Background: an optimization exercise with open tools, aiming at small area, a short achievable clock period and few clock cycles per item. Do not read the settings as production practice. In this exercise RTL edits were held to simulation tests only and were not proved equivalent to the original.

==> flow/design.v, too long to show whole: its modules and the start of the top module <==
// module fft64_twiddle: 43 lines
// module fft64_benc: 22 lines
// module fft64_cmul: 1912 lines
// module fft64: 365 lines
// module fft64_bfly: 131 lines
module fft64 (
    input  wire        clk,
    input  wire        rst,
    input  wire        in_valid,
    output wire        in_ready,
    input  wire [15:0] in_re,
    input  wire [15:0] in_im,
    input  wire [17:0] in_coef,
    output wire        out_valid,
    input  wire        out_ready,
    output wire [23:0] out_re,
    output wire [23:0] out_im,
    output wire [3:0]  out_exp,
    output wire        out_sat,
    output wire        out_last
);
  // ...
==> flow/flow/run.sh <==
#!/bin/bash
# The standard layout (standard.sh: standard synthesis, then ORFS to
# finish) with one change: repair_timing aims at a setup slack margin of
# 17.8 ns, i.e. at paths of about 6.2 ns, well inside the 24 ns clock. The
# constraints and the clock period are unchanged.
set -euo pipefail
cd "$(dirname "${BASH_SOURCE[0]}")/.."
bash standard.sh SETUP_SLACK_MARGIN=17.8 finish > flow_finish.log 2>&1
==> flow/standard.sh <==
#!/bin/bash
# synth_recipe.tcl (not shown) runs the flow's synth.tcl, then flattens the netlist and writes it again
# the make line also repeats each setting of config.mk as NAME=value (left out here)
make -C /OpenROAD-flow-scripts/flow DESIGN_CONFIG=/design/flow/config.mk WORK_HOME=/design/flow/orfs CLKGATE_MAP_FILE= SYNTH_SCRIPT=/design/flow/synth_recipe.tcl "${@:-finish}"
==> flow/config.mk <==
export PLATFORM = sky130hd
export DESIGN_NAME = fft64
export DESIGN_NICKNAME = fft64
export VERILOG_FILES = /design/flow/design.v
export SDC_FILE = /design/flow/constraint.sdc
export NUM_CORES = 8
export LEC_CHECK = 0
export ABC_CLOCK_PERIOD_IN_PS = 6000
export CAP_MARGIN = 20
export CORE_MARGIN = 2
export CORE_UTILIZATION = 60
export PLACE_DENSITY = 0.7
export SLEW_MARGIN = 20
==> flow/constraint.sdc <==
create_clock -name core_clock -period 24.0 [get_ports {clk}]
set_input_delay 4.8000 -clock core_clock [delete_from_list [all_inputs] [get_ports {clk}]]
set_output_delay 4.8000 -clock core_clock [all_outputs]
set_load 0.01 [all_outputs]
==> flow_summary.json, run 1 <==
{
  "status": "timing/DRC/antenna clean",
  "final_cell_mix": "dfxtp_1, inv_1, xnor2_1",
  "final_common_cell": "dfxtp_1",
  "cts_tree": "done",
  "place_area_um2": 213000,
  "hold_ws_ns": 0.267,
  "nClkBuffers": 571,
  "nFillCells": 27000,
  "dieArea_um2": 353000,
  "setup.worst_path.start": "out_ready",
  "cp_cell_sequence": "buf_8, and2_4, ha_4, inv_4, ha_4, inv_2, fa_2, xor2_2, xnor2_2, xnor2_2, nor4_2, nand4_1, a21oi_2, o21ai_2, a211oi_2",
  "cts_resized": 541,
  "synthDominantCellAreaShare": 0.377,
  "synthArstFlopShare": 0,
  "ant_nets": 0,
  "initial_utilization": 0.603,
  "syn-cell-area_um2": 209000,
  "crit_type": "in -> reg",
  "fin_skew_ns": 0.0802,
  "synth_adder_area_share": 0.137,
  "min_period_ns": 6.35,
  "grt_use_met1": 0.542,
  "routed.top_layer": "met5",
  "tapCellCount": 4578,
  "seq_share": 0.370,
  "hold_path_class": "reg -> reg",
  "drt-total-wl_mm": 760,
  "ys_ff_latch": 4141,
  "port_buffers": 109,
  "cts_buffers": 394,
  "rr_worst_depth": 29,
  "tightest_slew_ns": 1.42
}
Testbench counts, summed over its fixed seeds: cycles 9,768, frames 64.
==> module fft64, before the edit <==
module fft64 (
    input  wire        clk,
    input  wire        rst,
    input  wire        in_valid,
    output wire        in_ready,
    input  wire [15:0] in_re,
    input  wire [15:0] in_im,
    input  wire [17:0] in_coef,
    output wire        out_valid,
    input  wire        out_ready,
    output wire [23:0] out_re,
    output wire [23:0] out_im,
    output wire [3:0]  out_exp,
    output wire        out_sat,
    output wire        out_last
);
    localparam [2:0] P_IO = 3'd7;      
    reg rs;
    always @(posedge clk) rs <= rst;
    reg  [3:0] lbl;         
    reg  [2:0] pass;        
    reg  [2:0] ppass;       
    reg        have_old;    
    reg  [6:0] out_idx;     
    reg  [6:0] in_idx;      
    reg  [6:0] ins_idx;     
    reg        bv;          
    reg [15:0] b_re, b_im;
    reg [17:0] b_c;
    reg        in_rdy;
    reg  [2:0] cnt;         
    reg        ov;          
    reg [53:0] q0;          
    reg [53:0] qh;          
    reg [53:0] qb0, qb1, qb2;   
    reg  [1:0] qwp, qrp, qbn;   
    reg        cap_d1, cap_d2;  
    reg  [1:0] kreg;        
    reg  [1:0] facc;        
    reg  [3:0] ex;          
    reg  [3:0] ex_out;      
    reg        sacc;        
    reg        sfr;         
    reg        sat_out;     
    reg        en_c, en_t3, en_t2, en_t1, en_t0;    
    reg        kadd;        
    reg  [2:0] kpass;       
    reg [14*48-1:0] ch0, ch1, ch2, ch3;
    wire [47:0] hd0 = ch0[13*48 +: 48];
    wire [47:0] hd1 = ch1[13*48 +: 48];
    wire [47:0] hd2 = ch2[13*48 +: 48];
    wire [47:0] hd3 = ch3[13*48 +: 48];
    wire       io       = (pass == P_IO);
    wire       stage    = st_q;
    wire [1:0] cap_ch   = {out_idx[4], out_idx[5]};
    wire [1:0] ins_ch   = {ins_idx[4], ins_idx[5]};
    reg        cap, ins, last_ins;
    reg        st_q;                    
    reg        mrg0, mrg1;              
    reg  [4:0] tw0i, tw1i;              
    wire       in_fire  = in_valid & in_rdy;
    wire       pop      = ov & out_ready;
    wire       rot_end  = (lbl == 4'd15);
    reg  [2:0] pass_n;
    always @* begin
        pass_n = pass;
        if (rot_end) begin
            case (pass)
                P_IO:    pass_n = last_ins ? 3'd5 : P_IO;
                3'd1:    pass_n = P_IO;
                default: pass_n = pass - 3'd1;
            endcase
        end
    end
    wire [3:0] lbl_n      = lbl + 4'd1;
    wire [2:0] ppass_n    = rot_end ? pass : ppass;
    wire       new_out    = rot_end & (pass == 3'd1);
    wire       have_old_n = new_out | (have_old & ~(cap & (out_idx[5:0] == 6'd63)));
    wire [6:0] out_idx_n  = new_out ? 7'd0 : (out_idx + {6'd0, cap});
    wire [6:0] ins_idx_n  = last_ins ? 7'd0 : (ins_idx + {6'd0, ins});
    wire [6:0] in_idx_n   = last_ins ? 7'd0 : (in_idx + {6'd0, in_fire});
    wire       bv_n       = in_fire | (bv & ~ins);
    wire       qwr        = cap_d2;      
    wire [2:0] cnt_n      = cnt + {2'b0, qwr} - {2'b0, pop};
    wire       io_n       = (pass_n == P_IO);
    wire [2:0] qneed      = cnt_n + {2'b0, cap} + {2'b0, cap_d1};
    wire       cap_nx     = io_n & have_old_n & ~out_idx_n[6] & (out_idx_n[3:0] == lbl_n) & (qneed < 3'd4);
    wire       free_nx    = ~have_old_n | (out_idx_n > ins_idx_n) | (cap_nx & (out_idx_n == ins_idx_n));
    wire       ins_nx     = io_n & bv_n & ~ins_idx_n[6] & (ins_idx_n[3:0] == lbl_n) & free_nx;
    wire       in_rdy_n   = (~bv_n | ins_nx) & ~in_idx_n[6];
    wire       stage_n    = ~(pass_n[2] & pass_n[1]);
    reg  [4:0] twi_n;
    always @* begin
        case (pass_n)
            3'd5:    twi_n = {1'b0, lbl_n};
            3'd4:    twi_n = {lbl_n, 1'b0};
            3'd3:    twi_n = {lbl_n[2:0], 2'b0};
            3'd2:    twi_n = {lbl_n[1:0], 3'b0};
            3'd1:    twi_n = {lbl_n[0], 4'b0};
            default: twi_n = 5'd0;
        endcase
    end
    wire [3:0] lab1_n = lbl_n - 4'd3;
    wire [3:0] lab2_n = lbl_n - 4'd4;
    wire [3:0] lab8_n = lbl_n - 4'd10;
    wire [2:0] pas1_n = (lbl_n >= 4'd3)  ? pass_n : ppass_n;
    wire [2:0] pas2_n = (lbl_n >= 4'd4)  ? pass_n : ppass_n;
    wire [2:0] pas8_n = (lbl_n >= 4'd10) ? pass_n : ppass_n;
    always @(posedge clk) begin
        if (rs) begin
            lbl      <= 4'd15;
            pass     <= P_IO;
            ppass    <= P_IO;
            have_old <= 1'b0;
            out_idx  <= 7'd0;
            in_idx   <= 7'd0;
            ins_idx  <= 7'd0;
            bv       <= 1'b0;
            in_rdy   <= ~rst;
            cnt      <= 3'd0;
            en_c     <= 1'b0;
            en_t3    <= 1'b0;
            en_t2    <= 1'b0;
            en_t1    <= 1'b0;
            en_t0    <= 1'b0;
            cap      <= 1'b0;
            ins      <= 1'b0;
            last_ins <= 1'b0;
            st_q     <= 1'b0;
            mrg0     <= 1'b0;
            mrg1     <= 1'b0;
            tw0i     <= 5'd0;
            tw1i     <= 5'd0;
        end else begin
            cap      <= cap_nx;
            ins      <= ins_nx;
            last_ins <= ins_nx & (ins_idx_n[5:0] == 6'd63);
            st_q     <= stage_n;
            mrg0     <= cap_nx & (out_idx_n[5:4] == 2'd0);
            mrg1     <= cap_nx & (out_idx_n[5:4] == 2'd1);
            tw0i     <= twi_n;
            tw1i     <= (pass_n == 3'd5) ? {1'b1, lbl_n} : twi_n;
            lbl      <= lbl_n;
            pass     <= pass_n;
            ppass    <= ppass_n;
            have_old <= have_old_n;
            out_idx  <= out_idx_n;
            in_idx   <= in_idx_n;
            ins_idx  <= ins_idx_n;
            bv       <= bv_n;
            in_rdy   <= in_rdy_n & ~rst;
            cnt      <= cnt_n;
            en_c     <= (pas1_n == 3'd5) | (pas1_n == 3'd1);
            en_t3    <= ((pas1_n == 3'd4) | (pas1_n == 3'd2)) & lab1_n[3];
            en_t2    <= (pas1_n == 3'd3) & lab1_n[2];
            en_t1    <= (pas8_n == 3'd2) & lab8_n[1];
            en_t0    <= (pas2_n == 3'd1) & lab2_n[0];
        end
    end
    always @(posedge clk) begin
        if (in_fire) begin
            b_re <= in_re;
            b_im <= in_im;
            b_c  <= in_coef;
        end
    end
    wire [49:0] d0, d1;             
    reg  [49:0] cap_d;
    always @* begin
        case (out_idx[5:4])
            2'd0:    cap_d = d0;
            2'd1:    cap_d = d1;
            2'd2:    cap_d = {hd1[47], hd1[47:24], hd1[23], hd1[23:0]};
            default: cap_d = {hd3[47], hd3[47:24], hd3[23], hd3[23:0]};
        endcase
    end
    reg  [49:0] cd1, cd2;
    reg         cm1, cm2, cl1, cl2;
    always @(posedge clk) begin
        if (rs) begin
            cap_d1 <= 1'b0;
            cap_d2 <= 1'b0;
        end else begin
            cap_d1 <= cap;
            cap_d2 <= cap_d1;
        end
        cd1 <= cap_d;
        cd2 <= cd1;
        cm1 <= ~out_idx[5];
        cm2 <= cm1;
        cl1 <= (out_idx[5:0] == 6'd63);
        cl2 <= cl1;
    end
    function automatic [23:0] rnd_k(input [24:0] v, input [1:0] k);
        reg [25:0] ve, v1, v2;
        begin
            ve = {v[24], v};
            v1 = ve + 26'd1;
            v2 = ve + 26'd2;
            rnd_k = ({24{k == 2'd0}} & ve[23:0]) | ({24{k == 2'd1}} & v1[24:1]) |
                    ({24{k[1]}} & v2[25:2]);
        end
    endfunction
    wire [1:0]  kc  = cm2 ? kreg : 2'd0;
    wire [3:0]  ex_now = (kadd & (kpass == 3'd1)) ? (ex + {2'b00, kreg}) : ex_out;
    wire [53:0] qin = {rnd_k(cd2[49:25], kc), rnd_k(cd2[24:0], kc), ex_now, sat_out, cl2};
    wire q0_load = pop | ~ov;
    reg [53:0] qnext;
    always @* begin
        case (qrp)
            2'd0:    qnext = qb0;
            2'd1:    qnext = qb1;
            default: qnext = qb2;
        endcase
        if (qbn == 2'd0) qnext = qin;
    end
    always @(posedge clk) begin
        if (rs) q0 <= 54'd0;
        else    q0 <= q0_load ? qnext : qh;
        if (q0_load) qh <= qnext;
    end
    always @(posedge clk) begin
        if (qwr & (qwp == 2'd0)) qb0 <= qin;
        if (qwr & (qwp == 2'd1)) qb1 <= qin;
        if (qwr & (qwp == 2'd2)) qb2 <= qin;
    end
    always @(posedge clk) begin
        if (rs) begin
            ov  <= 1'b0;
            qwp <= 2'd0;
            qrp <= 2'd0;
            qbn <= 2'd0;
        end else begin
            if (q0_load) begin
                if (qbn != 2'd0) begin
                    ov  <= 1'b1;
                    qrp <= (qrp == 2'd2) ? 2'd0 : qrp + 2'd1;
                end else begin
                    ov <= qwr;
                end
            end
            if (qwr & ~(q0_load & (qbn == 2'd0)))
                qwp <= (qwp == 2'd2) ? 2'd0 : qwp + 2'd1;
            if (rst) ov <= 1'b0;
            qbn <= qbn + {1'b0, qwr & ~(q0_load & (qbn == 2'd0))} - {1'b0, q0_load & (qbn != 2'd0)};
        end
    end
    assign in_ready  = in_rdy;
    assign out_valid = ov;
    assign out_re    = q0[53:30];
    assign out_im    = q0[29:6];
    assign out_exp   = q0[5:2];
    assign out_sat   = q0[1];
    assign out_last  = q0[0];
    wire [47:0] o0, o1, o2, o3;     
    wire [1:0]  fl0, fl1;           
    wire        ws0, ws1;           
    wire        last3;
    wire [2:0]  lpass3;
    wire last1 = (stage & rot_end) | last_ins;
    reg        last2_r, last3_r;
    reg  [2:0] lp2_r, lp3_r;
    always @(posedge clk) begin
        if (rs) begin
            last2_r <= 1'b0;
            last3_r <= 1'b0;
        end else begin
            last2_r <= last1;
            last3_r <= last2_r;
        end
        lp2_r <= pass;
        lp3_r <= lp2_r;
    end
    assign last3  = last3_r;
    assign lpass3 = lp3_r;
    fft64_bfly u_bf0 (
        .clk(clk), .rst(rs), .a(hd0), .b(hd1), .twidx(tw0i),
        .stage(stage), .mrg(mrg0),
        .win(ins & ~ins_ch[1]), .winp(ins & ~ins_ch[1] & ~ins_ch[0]),
        .s_re(b_re), .s_im(b_im), .s_c(b_c), .kreg(kreg),
        .op(o0), .oq(o1), .d(d0), .fl(fl0), .wsat(ws0)
    );
    fft64_bfly u_bf1 (
        .clk(clk), .rst(rs), .a(hd2), .b(hd3), .twidx(tw1i),
        .stage(stage), .mrg(mrg1),
        .win(ins & ins_ch[1]), .winp(ins & ins_ch[1] & ~ins_ch[0]),
        .s_re(b_re), .s_im(b_im), .s_c(b_c), .kreg(kreg),
        .op(o2), .oq(o3), .d(d1), .fl(fl1), .wsat(ws1)
    );
    wire [1:0] fl_all = facc | fl0 | fl1;
    wire [1:0] knew   = fl_all[1] ? 2'd2 : (fl_all[0] ? 2'd1 : 2'd0);
    always @(posedge clk) begin
        if (rs) begin
            kreg    <= 2'd0;
            facc    <= 2'd0;
            sacc    <= 1'b0;
            sfr     <= 1'b0;
            sat_out <= 1'b0;
        end else if (last3) begin
            kreg <= knew;
            facc <= 2'd0;
            case (lpass3)
                P_IO: begin
                    sfr  <= sacc | ws0 | ws1;
                    sacc <= 1'b0;
                end
                3'd1: sat_out <= sfr;
                default: ;
            endcase
        end else begin
            facc <= fl_all;
            sacc <= sacc | ws0 | ws1;
        end
    end
    always @(posedge clk) begin
        if (rs) begin
            kadd <= 1'b0;
        end else begin
            kadd <= last3 & (lpass3 != 3'd0);
        end
        kpass <= lpass3;
        if (rs) begin
            ex     <= 4'd0;
            ex_out <= 4'd0;
        end else if (kadd) begin
            if (kpass == P_IO)      ex     <= {2'b00, kreg};
            else if (kpass == 3'd1) ex_out <= ex + {2'b00, kreg};
            else                    ex     <= ex + {2'b00, kreg};
        end
    end
    always @(posedge clk) begin
        ch0 <= {ch0[0 +: 13*48], o0};
        ch1 <= {ch1[0 +: 13*48], o1};
        ch2 <= {ch2[0 +: 13*48], o2};
        ch3 <= {ch3[0 +: 13*48], o3};
        if (en_c) begin
            ch1[48*(1) +: 48] <= ch2[48*(0) +: 48];
            ch2[48*(1) +: 48] <= ch1[48*(0) +: 48];
        end
        if (en_t3) begin
            ch0[48*(1) +: 48] <= ch1[48*(8) +: 48];
            ch1[48*(9) +: 48] <= ch0[48*(0) +: 48];
            ch2[48*(1) +: 48] <= ch3[48*(8) +: 48];
            ch3[48*(9) +: 48] <= ch2[48*(0) +: 48];
        end
        if (en_t2) begin
            ch0[48*(1) +: 48] <= ch1[48*(4) +: 48];
            ch1[48*(5) +: 48] <= ch0[48*(0) +: 48];
            ch2[48*(1) +: 48] <= ch3[48*(4) +: 48];
            ch3[48*(5) +: 48] <= ch2[48*(0) +: 48];
        end
        if (en_t1) begin
            ch0[48*(8) +: 48]  <= ch1[48*(9) +: 48];
            ch1[48*(10) +: 48] <= ch0[48*(7) +: 48];
            ch2[48*(8) +: 48]  <= ch3[48*(9) +: 48];
            ch3[48*(10) +: 48] <= ch2[48*(7) +: 48];
        end
        if (en_t0) begin
            ch0[48*(2) +: 48] <= ch1[48*(2) +: 48];
            ch1[48*(3) +: 48] <= ch0[48*(1) +: 48];
            ch2[48*(2) +: 48] <= ch3[48*(2) +: 48];
            ch3[48*(3) +: 48] <= ch2[48*(1) +: 48];
        end
    end
endmodule
==> module fft64_bfly, before the edit <==
module fft64_bfly (
    input  wire        clk,
    input  wire        rst,
    input  wire [47:0] a,
    input  wire [47:0] b,
    input  wire [4:0]  twidx,    
    input  wire        stage,    
    input  wire        mrg,      
    input  wire        win,      
    input  wire        winp,     
    input  wire [15:0] s_re,
    input  wire [15:0] s_im,
    input  wire [17:0] s_c,
    input  wire [1:0]  kreg,
    output wire [47:0] op,       
    output wire [47:0] oq,       
    output wire [49:0] d,        
    output wire [1:0]  fl,
    output wire        wsat
);
    wire signed [17:0] rom_re, rom_im;
    fft64_twiddle u_tw (.idx(twidx), .tw_re(rom_re), .tw_im(rom_im));
    wire signed [23:0] a_re = a[47:24], a_im = a[23:0];
    wire signed [23:0] b_re = b[47:24], b_im = b[23:0];
    wire sa = stage | mrg | ~winp;
    wire sb = stage | mrg | winp;
    wire signed [24:0] sum_re = (sa ? a_re : 24'sd0) + (sb ? b_re : 24'sd0);
    wire signed [24:0] sum_im = (sa ? a_im : 24'sd0) + (sb ? b_im : 24'sd0);
    wire signed [23:0] u_re = (stage | mrg) ? a_re : 24'sd0;
    wire signed [23:0] u_im = (stage | mrg) ? a_im : 24'sd0;
    wire signed [24:0] dd_re = u_re - b_re;
    wire signed [24:0] dd_im = u_im - b_im;
    assign d = {dd_re, dd_im};
    wire signed [24:0] x_re = win ? $signed({{7{s_c[17]}}, s_c}) : dd_re;
    wire signed [24:0] x_im = win ? 25'sd0 : dd_im;
    wire signed [17:0] y_re = win ? {{2{s_re[15]}}, s_re} : (stage ? rom_re : -18'sd65536);
    wire signed [17:0] y_im = win ? {{2{s_im[15]}}, s_im} : (stage ? rom_im : 18'sd0);
    wire signed [26:0] x3_re = {{2{x_re[24]}}, x_re} + {x_re[24], x_re, 1'b0};
    wire signed [26:0] x3_im = {{2{x_im[24]}}, x_im} + {x_im[24], x_im, 1'b0};
    wire [5:0] yr_s1, yr_s2, yr_s3, yr_s4, yr_neg, yi_s1, yi_s2, yi_s3, yi_s4, yi_neg;
    fft64_benc u_er (.y(y_re), .s1(yr_s1), .s2(yr_s2), .s3(yr_s3), .s4(yr_s4), .neg(yr_neg));
    fft64_benc u_ei (.y(y_im), .s1(yi_s1), .s2(yi_s2), .s3(yi_s3), .s4(yi_s4), .neg(yi_neg));
    wire       swp1 = mrg | winp;
    wire [1:0] pm1  = stage ? 2'd0 : (win ? 2'd1 : 2'd2);
    reg signed [24:0] s1_re, s1_im, x1_re, x1_im;
    reg signed [26:0] x31_re, x31_im;
    reg [5:0] r1_s1, r1_s2, r1_s3, r1_s4, r1_neg, i1_s1, i1_s2, i1_s3, i1_s4, i1_neg;
    reg       swp2, sk2; reg [1:0] pm2;
    always @(posedge clk) begin
        s1_re  <= sum_re;
        s1_im  <= sum_im;
        x1_re  <= x_re;
        x1_im  <= x_im;
        x31_re <= x3_re;
        x31_im <= x3_im;
        r1_s1 <= yr_s1; r1_s2 <= yr_s2; r1_s3 <= yr_s3; r1_s4 <= yr_s4; r1_neg <= yr_neg;
        i1_s1 <= yi_s1; i1_s2 <= yi_s2; i1_s3 <= yi_s3; i1_s4 <= yi_s4; i1_neg <= yi_neg;
        swp2   <= swp1;
        sk2    <= stage | mrg;
        pm2    <= pm1;
    end
    wire [41:0] re_a, re_b, im_a, im_b;
    fft64_cmul u_m (
        .xr(x1_re), .xi(x1_im), .xr3(x31_re), .xi3(x31_im),
        .yr_s1(r1_s1), .yr_s2(r1_s2), .yr_s3(r1_s3), .yr_s4(r1_s4), .yr_neg(r1_neg),
        .yi_s1(i1_s1), .yi_s2(i1_s2), .yi_s3(i1_s3), .yi_s4(i1_s4), .yi_neg(i1_neg),
        .rnd8(pm2 == 2'd1), .rnd15(pm2 != 2'd1),
        .re_a(re_a), .re_b(re_b), .im_a(im_a), .im_b(im_b)
    );
    reg signed [24:0] s2_re, s2_im;
    reg [41:0] p2_ra, p2_rb, p2_ia, p2_ib;
    reg        swp3, sk3; reg [1:0] pm3;
    always @(posedge clk) begin
        s2_re <= s1_re;
        s2_im <= s1_im;
        p2_ra <= re_a;
        p2_rb <= re_b;
        p2_ia <= im_a;
        p2_ib <= im_b;
        swp3  <= swp2;
        sk3   <= sk2;
        pm3   <= pm2;
    end
    reg fs3_r, fp3_r;
    reg fs2_r, fp2_r;
    always @(posedge clk) begin
        if (rst) begin
            fs2_r <= 1'b0; fp2_r <= 1'b0;
            fs3_r <= 1'b0; fp3_r <= 1'b0;
        end else begin
            fs2_r <= stage;
            fp2_r <= stage | win;
            fs3_r <= fs2_r;
            fp3_r <= fp2_r;
        end
    end
    wire [41:0] uu_re = p2_ra + p2_rb;
    wire [41:0] uu_im = p2_ia + p2_ib;
    wire [26:0] w0_re = uu_re[41:15], w0_im = uu_im[41:15];
    wire [26:0] w1_re = w0_re + 27'd1, w1_im = w0_im + 27'd1;
    wire [26:0] w3_re = w0_re + 27'd3, w3_im = w0_im + 27'd3;
    wire signed [25:0] t0_re = {s2_re[24], s2_re}, t0_im = {s2_im[24], s2_im};
    wire signed [25:0] t1_re = t0_re + 26'sd1, t1_im = t0_im + 26'sd1;
    wire signed [25:0] t3_re = t0_re + 26'sd2, t3_im = t0_im + 26'sd2;
    wire sat_re = (uu_re[33] != uu_re[32]);
    wire sat_im = (uu_im[33] != uu_im[32]);
    wire [23:0] wn_re = sat_re ? (uu_re[33] ? 24'h800000 : 24'h7fffff) : uu_re[32:9];
    wire [23:0] wn_im = sat_im ? (uu_im[33] ? 24'h800000 : 24'h7fffff) : uu_im[32:9];
    wire [1:0] ks = sk3 ? kreg : 2'd0;
    wire [1:0] kp = (pm3 == 2'd0) ? kreg : 2'd0;
    wire [23:0] hs0 = {24{ks == 2'd0}}, hs1 = {24{ks == 2'd1}}, hs2 = {24{ks[1]}};
    wire [23:0] hw  = {24{pm3 == 2'd1}};
    wire [23:0] hp0 = {24{(pm3 != 2'd1) & (kp == 2'd0)}};
    wire [23:0] hp1 = {24{(pm3 != 2'd1) & (kp == 2'd1)}};
    wire [23:0] hp2 = {24{(pm3 != 2'd1) & kp[1]}};
    wire [23:0] rs_re = (hs0 & t0_re[23:0]) | (hs1 & t1_re[24:1]) | (hs2 & t3_re[25:2]);
    wire [23:0] rs_im = (hs0 & t0_im[23:0]) | (hs1 & t1_im[24:1]) | (hs2 & t3_im[25:2]);
    wire [23:0] rp_re = (hw & wn_re) | (hp0 & w0_re[24:1]) | (hp1 & w1_re[25:2]) | (hp2 & w3_re[26:3]);
    wire [23:0] rp_im = (hw & wn_im) | (hp0 & w0_im[24:1]) | (hp1 & w1_im[25:2]) | (hp2 & w3_im[26:3]);
    function automatic [1:0] mag(input [23:0] v);
        begin
            mag[1] = v[23] ? ~(v[22] & (v[21:0] != 22'd0)) : v[22];
            mag[0] = v[23] ? ~(v[22] & v[21] & (v[20:0] != 21'd0)) : (v[22] | v[21]);
        end
    endfunction
    assign fl = (fs3_r ? (mag(rs_re) | mag(rs_im)) : 2'b00) |
                (fp3_r ? (mag(rp_re) | mag(rp_im)) : 2'b00);
    assign wsat = fp3_r & (pm3 == 2'd1) & (sat_re | sat_im);
    assign op = swp3 ? {rp_re, rp_im} : {rs_re, rs_im};
    assign oq = swp3 ? {rs_re, rs_im} : {rp_re, rp_im};
endmodule
==> run 2: changes to the inputs <==
--- a/flow/design.v
+++ b/flow/design.v
@@ -2056,14 +2056,34 @@
     wire [6:0] out_idx_n  = new_out ? 7'd0 : (out_idx + {6'd0, cap});
     wire [6:0] ins_idx_n  = last_ins ? 7'd0 : (ins_idx + {6'd0, ins});
-    wire [6:0] in_idx_n   = last_ins ? 7'd0 : (in_idx + {6'd0, in_fire});
-    wire       bv_n       = in_fire | (bv & ~ins);
+    wire [6:0] in_idx_p   = in_idx + 7'd1;
+    wire [6:0] in_idx_n   = last_ins ? 7'd0 : (in_fire ? in_idx_p : in_idx);
+    wire       bvh        = bv & ~ins;
+    wire       bv_n       = in_fire | bvh;
     wire       qwr        = cap_d2;      
     wire [2:0] cnt_n      = cnt + {2'b0, qwr} - {2'b0, pop};
     wire       io_n       = (pass_n == P_IO);
-    wire [2:0] qneed      = cnt_n + {2'b0, cap} + {2'b0, cap_d1};
-    wire       cap_nx     = io_n & have_old_n & ~out_idx_n[6] & (out_idx_n[3:0] == lbl_n) & (qneed < 3'd4);
-    wire       free_nx    = ~have_old_n | (out_idx_n > ins_idx_n) | (cap_nx & (out_idx_n == ins_idx_n));
-    wire       ins_nx     = io_n & bv_n & ~ins_idx_n[6] & (ins_idx_n[3:0] == lbl_n) & free_nx;
-    wire       in_rdy_n   = (~bv_n | ins_nx) & ~in_idx_n[6];
+    wire [2:0] qbase      = cnt + {2'b0, qwr} + {2'b0, cap} + {2'b0, cap_d1};
+    wire       qok0       = (qbase < 3'd4);            
+    wire       qok1       = (qbase < 3'd5);            
+    wire       capb       = io_n & have_old_n & ~out_idx_n[6] & (out_idx_n[3:0] == lbl_n);
+    wire       freeb      = ~have_old_n | (out_idx_n > ins_idx_n);
+    wire       eqoi       = (out_idx_n == ins_idx_n);
+    wire       free0      = freeb | (capb & eqoi & qok0);
+    wire       free1      = freeb | (capb & eqoi & qok1);
+    wire       insb       = io_n & ~ins_idx_n[6] & (ins_idx_n[3:0] == lbl_n);
+    wire       in6_0      = ~last_ins & in_idx[6];
+    wire       in6_1      = ~last_ins & in_idx_p[6];
+    wire       ins_00     = insb & bvh & free0;
+    wire       ins_01     = insb & bvh & free1;
+    wire       ins_10     = insb & free0;
+    wire       ins_11     = insb & free1;
+    wire       rdy_00     = (~bvh | ins_00) & ~in6_0;
+    wire       rdy_01     = (~bvh | ins_01) & ~in6_0;
+    wire       rdy_10     = ins_10 & ~in6_1;
+    wire       rdy_11     = ins_11 & ~in6_1;
+    wire       cap_nx     = capb & (pop ? qok1 : qok0);
+    wire       ins_nx     = in_fire ? (pop ? ins_11 : ins_10) : (pop ? ins_01 : ins_00);
+    wire       in_rdy_n   = in_fire ? (pop ? rdy_11 : rdy_10) : (pop ? rdy_01 : rdy_00);
+    wire       lst63      = (ins_idx_n[5:0] == 6'd63);
     wire       stage_n    = ~(pass_n[2] & pass_n[1]);
     reg  [4:0] twi_n;
@@ -2112,8 +2132,8 @@
             cap      <= cap_nx;
             ins      <= ins_nx;
-            last_ins <= ins_nx & (ins_idx_n[5:0] == 6'd63);
+            last_ins <= ins_nx & lst63;
             st_q     <= stage_n;
-            mrg0     <= cap_nx & (out_idx_n[5:4] == 2'd0);
-            mrg1     <= cap_nx & (out_idx_n[5:4] == 2'd1);
+            mrg0     <= capb & (out_idx_n[5:4] == 2'd0) & (pop ? qok1 : qok0);
+            mrg1     <= capb & (out_idx_n[5:4] == 2'd1) & (pop ? qok1 : qok0);
             tw0i     <= twi_n;
             tw1i     <= (pass_n == 3'd5) ? {1'b1, lbl_n} : twi_n;
@@ -2170,11 +2190,10 @@
     end
     function automatic [23:0] rnd_k(input [24:0] v, input [1:0] k);
-        reg [25:0] ve, v1, v2;
+        reg [24:0] vh, vi;
         begin
-            ve = {v[24], v};
-            v1 = ve + 26'd1;
-            v2 = ve + 26'd2;
-            rnd_k = ({24{k == 2'd0}} & ve[23:0]) | ({24{k == 2'd1}} & v1[24:1]) |
-                    ({24{k[1]}} & v2[25:2]);
+            vh = {v[24], v[24:1]};
+            vi = vh + 25'd1;
+            rnd_k = ({24{k == 2'd0}} & v[23:0]) | ({24{k == 2'd1}} & (v[0] ? vi[23:0] : vh[23:0])) |
+                    ({24{k[1]}} & vi[24:1]);
         end
     endfunction
@@ -2411,13 +2430,18 @@
     );
     reg signed [24:0] s2_re, s2_im;
-    reg [41:0] p2_ra, p2_rb, p2_ia, p2_ib;
+    wire [8:0] lo_re = {1'b0, re_a[7:0]} + {1'b0, re_b[7:0]};
+    wire [8:0] lo_im = {1'b0, im_a[7:0]} + {1'b0, im_b[7:0]};
+    reg [41:8] p2_ra, p2_rb, p2_ia, p2_ib;
+    reg        p2_rc, p2_ic;
     reg        swp3, sk3; reg [1:0] pm3;
     always @(posedge clk) begin
         s2_re <= s1_re;
         s2_im <= s1_im;
-        p2_ra <= re_a;
-        p2_rb <= re_b;
-        p2_ia <= im_a;
-        p2_ib <= im_b;
+        p2_ra <= re_a[41:8];
+        p2_rb <= re_b[41:8];
+        p2_ia <= im_a[41:8];
+        p2_ib <= im_b[41:8];
+        p2_rc <= lo_re[8];
+        p2_ic <= lo_im[8];
         swp3  <= swp2;
         sk3   <= sk2;
@@ -2437,12 +2461,19 @@
         end
     end
-    wire [41:0] uu_re = p2_ra + p2_rb;
-    wire [41:0] uu_im = p2_ia + p2_ib;
-    wire [26:0] w0_re = uu_re[41:15], w0_im = uu_im[41:15];
-    wire [26:0] w1_re = w0_re + 27'd1, w1_im = w0_im + 27'd1;
-    wire [26:0] w3_re = w0_re + 27'd3, w3_im = w0_im + 27'd3;
+    wire [41:8] uu_re = p2_ra + p2_rb + {33'd0, p2_rc};
+    wire [41:8] uu_im = p2_ia + p2_ib + {33'd0, p2_ic};
+    wire [24:0] wu_re = uu_re[41:17], wu_im = uu_im[41:17];
+    wire [24:0] wv_re = wu_re + 25'd1, wv_im = wu_im + 25'd1;
+    wire [23:0] c0_re = uu_re[39:16], c0_im = uu_im[39:16];
+    wire [23:0] c1_re = (uu_re[16:15] == 2'd3) ? wv_re[23:0] : wu_re[23:0];
+    wire [23:0] c1_im = (uu_im[16:15] == 2'd3) ? wv_im[23:0] : wu_im[23:0];
+    wire [23:0] c2_re = (uu_re[16:15] != 2'd0) ? wv_re[24:1] : wu_re[24:1];
+    wire [23:0] c2_im = (uu_im[16:15] != 2'd0) ? wv_im[24:1] : wu_im[24:1];
     wire signed [25:0] t0_re = {s2_re[24], s2_re}, t0_im = {s2_im[24], s2_im};
-    wire signed [25:0] t1_re = t0_re + 26'sd1, t1_im = t0_im + 26'sd1;
-    wire signed [25:0] t3_re = t0_re + 26'sd2, t3_im = t0_im + 26'sd2;
+    wire [24:0] th_re = t0_re[25:1], th_im = t0_im[25:1];
+    wire [24:0] ti_re = th_re + 25'd1, ti_im = th_im + 25'd1;
+    wire [23:0] e1_re = t0_re[0] ? ti_re[23:0] : th_re[23:0];
+    wire [23:0] e1_im = t0_im[0] ? ti_im[23:0] : th_im[23:0];
+    wire [23:0] e2_re = ti_re[24:1], e2_im = ti_im[24:1];
     wire sat_re = (uu_re[33] != uu_re[32]);
     wire sat_im = (uu_im[33] != uu_im[32]);
@@ -2456,8 +2487,8 @@
     wire [23:0] hp1 = {24{(pm3 != 2'd1) & (kp == 2'd1)}};
     wire [23:0] hp2 = {24{(pm3 != 2'd1) & kp[1]}};
-    wire [23:0] rs_re = (hs0 & t0_re[23:0]) | (hs1 & t1_re[24:1]) | (hs2 & t3_re[25:2]);
-    wire [23:0] rs_im = (hs0 & t0_im[23:0]) | (hs1 & t1_im[24:1]) | (hs2 & t3_im[25:2]);
-    wire [23:0] rp_re = (hw & wn_re) | (hp0 & w0_re[24:1]) | (hp1 & w1_re[25:2]) | (hp2 & w3_re[26:3]);
-    wire [23:0] rp_im = (hw & wn_im) | (hp0 & w0_im[24:1]) | (hp1 & w1_im[25:2]) | (hp2 & w3_im[26:3]);
+    wire [23:0] rs_re = (hs0 & t0_re[23:0]) | (hs1 & e1_re) | (hs2 & e2_re);
+    wire [23:0] rs_im = (hs0 & t0_im[23:0]) | (hs1 & e1_im) | (hs2 & e2_im);
+    wire [23:0] rp_re = (hw & wn_re) | (hp0 & c0_re) | (hp1 & c1_re) | (hp2 & c2_re);
+    wire [23:0] rp_im = (hw & wn_im) | (hp0 & c0_im) | (hp1 & c1_im) | (hp2 & c2_im);
     function automatic [1:0] mag(input [23:0] v);
         begin
==> flow_summary.json, run 2 <==
{
  "place.gp.congestion": 1.01,
  "initial_utilization": 0.603,
  "place_area_um2": 213000,
  "core_area_um2": 346000,
  "crit_type": "reg -> out",
  "syn_inst": 20900,
  "synthDominantCellAreaShare": 0.370,
  "cpMaxStageDelayCell": "dfxtp_4",
  "critPathBufInv": 1,
  "ctsHtreeMaxLevel": 5,
  "grt_first_pass_wirelength_mm": 1090,
  "synth_nets": 22600,
  "fmax_mhz": 161,
  "die_w_um": 594,
  "rr_worst_depth": 20,
  "grt_pass1_vias": 160000,
  "drc": 0,
  "yosysWarningCount": 3,
  "cts_tree": "done",
  "port_buffers": 109,
  "synthMostInstantiatedCell": "dfxtp_1",
  "first_iter_violations": 25200,
  "ys_types": 133,
  "clock-sinks": 4081,
  "dr.pass1.iters": 12,
  "clock_latency_ns": 1.00,
  "finalHoldViolCount": 0,
  "synth_edf_count": 212,
  "wl_per_cell_um": 30.1,
  "cpLargestDelayFamily": "flip-flops",
  "setup.worst_path.start": "in_rdy",
  "num_vias": 169000,
  "relSlewSlack": 0.0619,
  "cts_hold_buf": 0,
  "arrival_ns": 1.39,
  "rsz0062_at_grt": "true",
  "setup_violations": 0,
  "synthTopCellsByArea": "dfxtp_1, fa_1, xnor2_1",
  "hold_path_class": "reg -> reg",
  "ios": 110,
  "finalSetupTns_ns": 0,
  "placed_cells": 24200,
  "hpwl_mm": 511,
  "synth_top_area_cell": "dfxtp_1",
  "fin_area_um2": 230000,
  "synthArstFlopShare": 0,
  "ant_nets": 0,
  "drt-total-wl_mm": 757,
  "setup_ws_ns": 17.81,
  "yosys_most_used_dff": "dfxtp_1",
  "die_h_um": 594,
  "pre_cts_slack_ns": 16.20,
  "synthTopCellsByCount": "dfxtp_1, inv_1, clkbuf_1",
  "r2r-end": "facc[0]",
  "clk_pin_slew_worst_paths_ns": 0.07,
  "startpoint_type": "register",
  "status": "timing/DRC/antenna clean",
  "hold_ws_ns": 0.270,
  "r2r-start": "u_bf1.p2_ib[8]",
  "finalCritPeriodShare": 0.258,
  "cap_violations": 0,
  "avgSynthCellArea_um2": 10.0,
  "path_max_fanout": 2,
  "cp_slowest_stage_delay_ns": 0.37,
  "final_cell_mix": "dfxtp_1, inv_1, xnor2_1",
  "area_delta_synth_final_pct": 9.95,
  "tightest_slew_ns": 1.41,
  "grt_use_total": 0.416,
  "overflow": 0,
  "grt_max_degree": 145,
  "seq_area_frac_synth": 0.401,
  "drive_above_1_share": 0.130,
  "clock_path_buffers": 4,
  "final_max_slew_viol_count": 0,
  "rrSetupSlack_ns": 17.92,
  "syn-cell-area_um2": 209000,
  "cts_buffers": 385,
  "final_cell_count_no_fill": 25200,
  "critPathCapture": "in_ready",
  "min_period_ns": 6.19,
  "ys_ff_latch": 4081,
  "worstPathRequired_ns": 19.20,
  "placementRows": 216,
  "fin_skew_ns": 0.111,
  "crit_path_end_kind": "output pin",
  "crit_cells": 1,
  "root_buffer": "clkbuf_16",
  "cp_cell_sequence": "buf_6",
  "dieArea_um2": 353000,
  "antenna_found_initial": 138,
  "final_common_cell": "dfxtp_1",
  "vias_per_cell": 6.70,
  "fin_nets": 21900
}
## run 2: logic make-up after synthesis
| family | after synthesis | synth area share |
|---|---|---|
| AOI/OAI and AO/OA | 4756 | 0.170 |
| xor gates and xnor gates | 1978 | 0.0830 |
| adders and majority gates | 1686 | 0.137 |
| buffers and inverters | 3373 | 0.0610 |
| DFF | 4081 | 0.401 |
| muxes | 1015 | 0.0553 |
| and+or+nand+nor | 3966 | 0.0930 |
## run 2: timing repair
item	4_1_cts	5_1_grt
pin swaps	21	73
gates resized for setup	413	298
cloned	0	4
setup buffers	22	86
setup endpoints to repair	133	124
## run 2: metal layers
layer  GRT usage  share of wire
met3       0.162           0.14
met5      0.0110         0.0011
met1       0.521           0.37
met4       0.291          0.090
met2       0.585           0.40
## run 2: how the worst min path moves through the flow
stage | startpoint | to | depth (start not counted)
6_report | ch0[614] | ch0[662] | 0
5_1_grt | ch1[327] | ch1[375] | 0
4_1_cts | ch1[327] | ch1[375] | 0
3_5_place_dp | ch2[587] | ch2[635] | 0
3_3_place_gp | ch3[568] | ch3[616] | 0
2_1_floorplan | cd1[0] | cd2[0] | 0
## run 2: metrics by stage
| step | utilization |
|---|---|
| final | 0.663 |
| after global routing | 0.663 |
| after CTS | 0.657 |
| after detailed placement | 0.615 |
| after global placement | 0.615 |
| after floorplan | - |
## run 2: area by class of cell
class | count | area (um^2)
diodes | 91 | 228
clock buffers | 530 | 11100
clock inverters | 173 | 2290
fillers | 27100 | 117000
inverters | 1604 | 6020
multi-input cells | 13400 | 115000
flip-flops and latches | 4081 | 84100
well taps | 4578 | 5730
repair buffers | 692 | 5550
Testbench counts of run 2, summed over its fixed seeds: cycles 9,768, frames 64.

## re-timing with driven ports
Ports are ideal in the flow. The routed layouts listed here were re-timed in OpenROAD.
Step 1 (the two cells are an assumption about what drives the block):
set clk [get_ports {clk}]
set_driving_cell -lib_cell sky130_fd_sc_hd__clkbuf_16 $clk
set_driving_cell -lib_cell sky130_fd_sc_hd__buf_2 [delete_from_list [all_inputs] $clk]
Step 2 adds t to the input delays and takes it off the output delays; t is the mean of the earliest and latest rising clock arrival at the registers after step 1. Input paths then give back, and output paths get back, about the clock's delay inside the block.
a / b / c = ideal / step 1 / step 2; a / b = the first two.
run	shift t [ns]	setup slack, ns	worst setup path after step 2	latest minus earliest clock arrival (ns)	worst register clock-pin slew, ns
run 1	1.064	17.652 / 17.561 / 16.665	input to register	0.088 / 0.088	0.07 / 0.07
run 2	1.052	17.807 / 17.697 / 17.116	input to register	0.125 / 0.125	0.07 / 0.07
After both steps every run listed still meets setup and hold. For run 1, which loses most, drivers alone change the setup slack by -0.091 ns; drivers and shift together by -0.987 ns.
